Context: an optimization exercise on an open-source flow, tuned for small area. The choices shown serve that exercise and are no tape-out recipe. At most, simulation tests tie the RTL to the original design; equivalence was not proved. No activity file was given, so power comes from the tool's default toggle rates.

// vb_sense
module vb_sense (
    input  wire         clk,
    input  wire         rst,
    input  wire         enable,
    input  wire         tick,
    input  wire [5:0]   s_ls,
    input  wire         s_hs,
    input  wire         hs_en,
    input  wire [95:0]  sense_fs,
    input  wire [95:0]  i_oc,
    input  wire [15:0]  hs_fs,
    input  wire [15:0]  bank_oc,
    output wire [48:0]  f_code,
    output wire [5:0]   oc_fault,
    output wire         bank_oc_fault,
    output reg          meas_valid,
    output wire [101:0] meas_x
);
    function [11:0] wtab;
        input [7:0] idx;
        begin
            case (idx)
            8'd0: wtab = 12'd2080;
            8'd1: wtab = 12'd2016;
            8'd2: wtab = 12'd1953;
            8'd3: wtab = 12'd1891;
            8'd4: wtab = 12'd1830;
            8'd5: wtab = 12'd1770;
            8'd6: wtab = 12'd1711;
            8'd7: wtab = 12'd1653;
            8'd8: wtab = 12'd1596;
            8'd9: wtab = 12'd1540;
            8'd10: wtab = 12'd1485;
            8'd11: wtab = 12'd1431;
            8'd12: wtab = 12'd1378;
            8'd13: wtab = 12'd1326;
            8'd14: wtab = 12'd1275;
            8'd15: wtab = 12'd1225;
            8'd16: wtab = 12'd1176;
            8'd17: wtab = 12'd1128;
            8'd18: wtab = 12'd1081;
            8'd19: wtab = 12'd1035;
            8'd20: wtab = 12'd990;
            8'd21: wtab = 12'd946;
            8'd22: wtab = 12'd903;
            8'd23: wtab = 12'd861;
            8'd24: wtab = 12'd820;
            8'd25: wtab = 12'd780;
            8'd26: wtab = 12'd741;
            8'd27: wtab = 12'd703;
            8'd28: wtab = 12'd666;
            8'd29: wtab = 12'd630;
            8'd30: wtab = 12'd595;
            8'd31: wtab = 12'd561;
            8'd32: wtab = 12'd528;
            8'd33: wtab = 12'd496;
            8'd34: wtab = 12'd465;
            8'd35: wtab = 12'd435;
            8'd36: wtab = 12'd406;
            8'd37: wtab = 12'd378;
            8'd38: wtab = 12'd351;
            8'd39: wtab = 12'd325;
            8'd40: wtab = 12'd300;
            8'd41: wtab = 12'd276;
            8'd42: wtab = 12'd253;
            8'd43: wtab = 12'd231;
  ...
For scale: roughly 770 flip-flops, ~32000 sq um of cells after synthesis.
export LEC_CHECK = 0
export CAP_MARGIN = 20
export CORE_MARGIN = 2
export CORE_UTILIZATION = 55
export GPL_TIMING_DRIVEN = 0
export PLACE_DENSITY = 0.7
export SETUP_SLACK_MARGIN = 0.3
export SLEW_MARGIN = 20
create_clock -name core_clock -period 15.0 [get_ports {clk}]
standard.sh (not shown) runs the stock make flow with config.mk's settings and CLKGATE_MAP_FILE= SYNTH_SCRIPT=/design/flow/synth_recipe.tcl, a recipe that flattens the netlist after the stock synthesis.
==> flow/flow/run.sh <==
#!/bin/bash
# The standard layout (standard.sh) with three changes:
#  - synthesis is synth_recipe.tcl with two changes to its combinational
#    logic optimisation, made by flow_synth.tcl written below: yosys synth
#    skips its generic abc pass (-noabc; the -nofsm -noshare of synth_recipe.tcl
#    stay), so the explicit full-adder chains of the RTL reach extract_fa
#    unchanged, and the technology-mapping abc call uses flow/area.script,
#    a deeper ABC script. Registers are mapped before abc and are untouched.
#  - the ports are buffered by the smallest buffer (sky130_fd_sc_hd__buf_1);
#  - clock tree synthesis uses larger sink clusters and no dummy loads.
# make's output goes to flow_make.log; each ORFS step logs under orfs/logs.
set -euo pipefail
WORK=$(pwd)
export VBS_ABC_SCRIPT=$WORK/flow/area.script
{
  cat <<'T'
proc abc {args} {
  set i [lsearch -exact $args -script]
  if {$i >= 0} { lset args [expr {$i + 1}] $::env(VBS_ABC_SCRIPT) }
  yosys abc {*}$args
}
T
  sed 's/yosys synth -nofsm -noshare {\*}\$args/yosys synth -nofsm -noshare -noabc {*}$args/' synth_recipe.tcl
} > flow_synth.tcl
grep -q -- '-noabc' flow_synth.tcl
bash standard.sh \
  "SYNTH_SCRIPT=$WORK/flow_synth.tcl" \
  "REMOVE_ABC_BUFFERS=1" \
  "BUFFER_PORTS_ARGS=-buffer_cell sky130_fd_sc_hd__buf_1" \
  "CTS_ARGS=-sink_clustering_enable -repair_clock_nets -sink_clustering_size 30 -sink_clustering_max_diameter 80 -dont_use_dummy_load" \
  finish > flow_make.log 2>&1
==> flow/flow/area.script <==
&get -n
&st
&deepsyn -T 20
&dch -f
&nf -R 1000
&st
&syn2
&dch -f
&nf -R 1000
&put
topo
The first run completed without violations.
==> next run, changes <==
--- a/flow/flow/run.sh
+++ b/flow/flow/run.sh
@@ -27,3 +27,2 @@
   "SYNTH_SCRIPT=$WORK/flow_synth.tcl" \
-  "REMOVE_ABC_BUFFERS=1" \
   "BUFFER_PORTS_ARGS=-buffer_cell sky130_fd_sc_hd__buf_1" \
- GPL_TIMING_DRIVEN: 0 -> unset
Maximum frequency rose by 0.43%.
First-iteration DRC count goes down by 15%.
Global-route usage went down by 0.15 points.
Clock power barely changes.
==> next run, changes <==
- CORE_UTILIZATION: 55 -> 65
- PLACE_DENSITY: 0.7 -> 0.8
- SETUP_SLACK_MARGIN: 0.3 -> 0.1
The changed run completed with no timing, DRC or antenna violations.
Worst setup slack is worse by 0.18 ns.
Die area drops by 15%.
Critical path depth rose by 1.
==> next run, changes <==
- CAP_MARGIN: 20 -> 5
- CORE_UTILIZATION: 65 -> 55
- PLACE_DENSITY: 0.8 -> 0.7
- SETUP_SLACK_MARGIN: 0.1 -> 0.3
- SLEW_MARGIN: 20 -> 5
Outcome: The changed run ran to the end with no violations. Via count shrinks by 2.1%. Wire length grows by about 0.35%. Final area grows by 0.52%. Sequential cell count does not change. Critical path depth shrinks by 1. First-iteration DRC count shrinks by about 25%. Fmax grows by about 1.2%. Setup slack gains 0.18 ns.

---

job 101:
Another version of the RTL of vb_sense (not shown whole).
Size: roughly 400 I/O pins, roughly 0.036 mm2 of cells after synthesis.
export LEC_CHECK = 0
export ABC_AREA = 1
export CAP_MARGIN = 20
export CORE_MARGIN = 2
export CORE_UTILIZATION = 40
export CTS_BUF_LIST = sky130_fd_sc_hd__clkbuf_4 sky130_fd_sc_hd__clkbuf_8
export PLACE_DENSITY = 0.6
export SLEW_MARGIN = 20
create_clock -name core_clock -period 15.0 [get_ports {clk}]
run.sh (not shown) runs the stock make flow with config.mk's settings and CLKGATE_MAP_FILE= SYNTH_SCRIPT=/design/flow/synth_recipe.tcl, a recipe that flattens the netlist after the stock synthesis.
Stock flow here: none of the scripts above is used.
Job 101: done, clean on timing, DRC and antenna
Relative to job 101, the following input files were edited for job 102:
==> flow/flow/run.sh (new file) <==
#!/bin/bash
# The standard layout (standard.sh), with the ports buffered by the
# smallest buffer (sky130_fd_sc_hd__buf_1) instead of the default choice.
# make's output goes to flow_make.log; each ORFS step logs under orfs/logs.
set -euo pipefail
bash standard.sh "BUFFER_PORTS_ARGS=-buffer_cell sky130_fd_sc_hd__buf_1" finish > flow_make.log 2>&1
==> flow/standard.sh (new file) <==
#!/bin/bash
# synth_recipe.tcl (not shown) runs the flow's synth.tcl, then flattens the netlist and writes it again
# the make line also repeats each setting of config.mk as NAME=value (left out here)
make -C /OpenROAD-flow-scripts/flow DESIGN_CONFIG=/design/flow/config.mk WORK_HOME=/design/flow/orfs CLKGATE_MAP_FILE= SYNTH_SCRIPT=/design/flow/synth_recipe.tcl "${@:-finish}"
diff --git a/flow/config.mk b/flow/config.mk
--- a/flow/config.mk
+++ b/flow/config.mk
@@ -8 +7,0 @@
-export ABC_AREA = 1
@@ -12 +11,2 @@
-export CTS_BUF_LIST = sky130_fd_sc_hd__clkbuf_4 sky130_fd_sc_hd__clkbuf_8
+export CTS_CLUSTER_DIAMETER = 80
+export CTS_CLUSTER_SIZE = 25
removed: flow/run.sh
## What came out
- Diff job 101 -> job 102: average size of a mapped cell now larger; total number of multi-input combinational cells now smaller; least setup slack across all paths after layout now smaller; post-route cell area now smaller.
- Relative to job 101, the met2 routed wirelength of job 102 is lower by 9.3%.
No run of this note included a check of the RTL's function; only the layout flow was run.

---

vb_sense, a different RTL version from the one above (not shown whole).
Size: roughly 3,100 cells after synthesis, roughly 400 I/O pins, roughly 35,000 um^2 of cells after synthesis.
Settings: LEC_CHECK=0, CAP_MARGIN=20, CORE_MARGIN=2, CORE_UTILIZATION=55, PLACE_DENSITY=0.7, SETUP_SLACK_MARGIN=0.3, SLEW_MARGIN=20; clock period 15.0 ns.
standard.sh (not shown) runs the stock make flow with config.mk's settings and CLKGATE_MAP_FILE= SYNTH_SCRIPT=/design/flow/synth_recipe.tcl, a recipe that flattens the netlist after the stock synthesis.
==> flow/flow/run.sh <==
#!/bin/bash
# The standard layout (standard.sh) with two changes: the ports are
# buffered by the smallest buffer (sky130_fd_sc_hd__buf_1), and clock tree
# synthesis uses clkbuf_8 sink buffers, larger sink clusters and no dummy loads.
# make's output goes to flow_make.log; each ORFS step logs under orfs/logs.
set -euo pipefail
bash standard.sh \
  "BUFFER_PORTS_ARGS=-buffer_cell sky130_fd_sc_hd__buf_1" \
  "CTS_ARGS=-sink_clustering_enable -repair_clock_nets -sink_clustering_size 18 -sink_clustering_max_diameter 50 -dont_use_dummy_load -buf_list sky130_fd_sc_hd__clkbuf_8 -root_buf sky130_fd_sc_hd__clkbuf_16" \
  finish > flow_make.log 2>&1
The first run ran to the end with no violations.
Then changed:
--- a/flow/flow/run.sh
+++ b/flow/flow/run.sh
@@ -7,4 +7,4 @@
 bash standard.sh \
   "BUFFER_PORTS_ARGS=-buffer_cell sky130_fd_sc_hd__buf_1" \
-  "CTS_ARGS=-sink_clustering_enable -repair_clock_nets -sink_clustering_size 18 -sink_clustering_max_diameter 50 -dont_use_dummy_load -buf_list sky130_fd_sc_hd__clkbuf_8 -root_buf sky130_fd_sc_hd__clkbuf_16" \
+  "CTS_ARGS=-sink_clustering_enable -repair_clock_nets -sink_clustering_size 20 -sink_clustering_max_diameter 60 -dont_use_dummy_load -buf_list sky130_fd_sc_hd__clkbuf_8 -root_buf sky130_fd_sc_hd__clkbuf_16" \
   finish > flow_make.log 2>&1
Result:
- The changed run produced a clean layout
- wire length decreases by 0.50%
- via count is lower by 0.74%
- synthesized cell count stays the same
- setup slack degrades by 0.018 ns
- worst hold slack stays flat
- global-route usage fell by 0.20 points
Then changed:
==> flow/flow/run.sh (replaced) <==
#!/bin/bash
# The standard layout (standard.sh) with two changes: the ports are
# buffered by the smallest buffer (sky130_fd_sc_hd__buf_1), and clock tree
# synthesis uses larger sink clusters and no dummy loads.
# make's output goes to flow_make.log; each ORFS step logs under orfs/logs.
set -euo pipefail
bash standard.sh \
  "BUFFER_PORTS_ARGS=-buffer_cell sky130_fd_sc_hd__buf_1" \
  "CTS_ARGS=-sink_clustering_enable -repair_clock_nets -sink_clustering_size 30 -sink_clustering_max_diameter 80 -dont_use_dummy_load" \
  finish > flow_make.log 2>&1
After rerunning: The changed run completed without violations. Utilization goes up by 0.22 points. Sequential cell count is unchanged. Synthesized area is unchanged. Total power goes up by 2.2%. Setup slack gets better by 0.12 ns. Clock-buffer cell count goes down by 15. First-iteration DRC count goes up by 7.9%. Die area does not change. Final cell count goes down by 0.45%. Routed wire length goes down by 0.30%. Critical path depth goes down by 1.

port drivers added, routing unchanged:
The flow's constraints put no driver on any port. The routed layouts listed below were extracted and timed again, unchanged, in two steps. Step 1 assumes that a clkbuf_16 drives the clock port and a buf_2 every other input. Step 2 times the ports against the registers' clock, not the clock port: input delays grow and output delays shrink by t, the midpoint of the rising clock arrivals with the driver on. Slacks: ideal ports / drivers / drivers and shift; pairs: ideal ports / drivers.
run	t, ns	setup WS [ns]	clock arrival spread, ns	worst register clock-pin slew, ns
the first run of note 1	0.612	0.404 / 0.434 / -0.178	0.117 / 0.116	0.11 / 0.11
the second run of note 1	0.617	0.466 / 0.496 / -0.121	0.055 / 0.055	0.11 / 0.11
the third run of note 1	0.611	0.284 / 0.323 / -0.289	0.081 / 0.081	0.12 / 0.12
the fourth run of note 1	0.623	0.460 / 0.492 / -0.131	0.066 / 0.066	0.11 / 0.11
job 101	0.851	0.307 / 0.343 / -0.507	0.043 / 0.043	0.06 / 0.06
job 102	0.679	0.218 / 0.256 / -0.423	0.044 / 0.044	0.10 / 0.10
the first run of note 3	0.642	0.237 / 0.281 / -0.361	0.099 / 0.100	0.10 / 0.10
the second run of note 3	0.633	0.219 / 0.264 / -0.369	0.095 / 0.095	0.12 / 0.12
the third run of note 3	0.645	0.342 / 0.383 / -0.262	0.080 / 0.079	0.11 / 0.11
Met with ideal ports but missed after step 2: setup timing in every run listed. The setup slack of job 101, which loses most, moves by +0.036 ns with the drivers and by -0.814 ns with both steps.
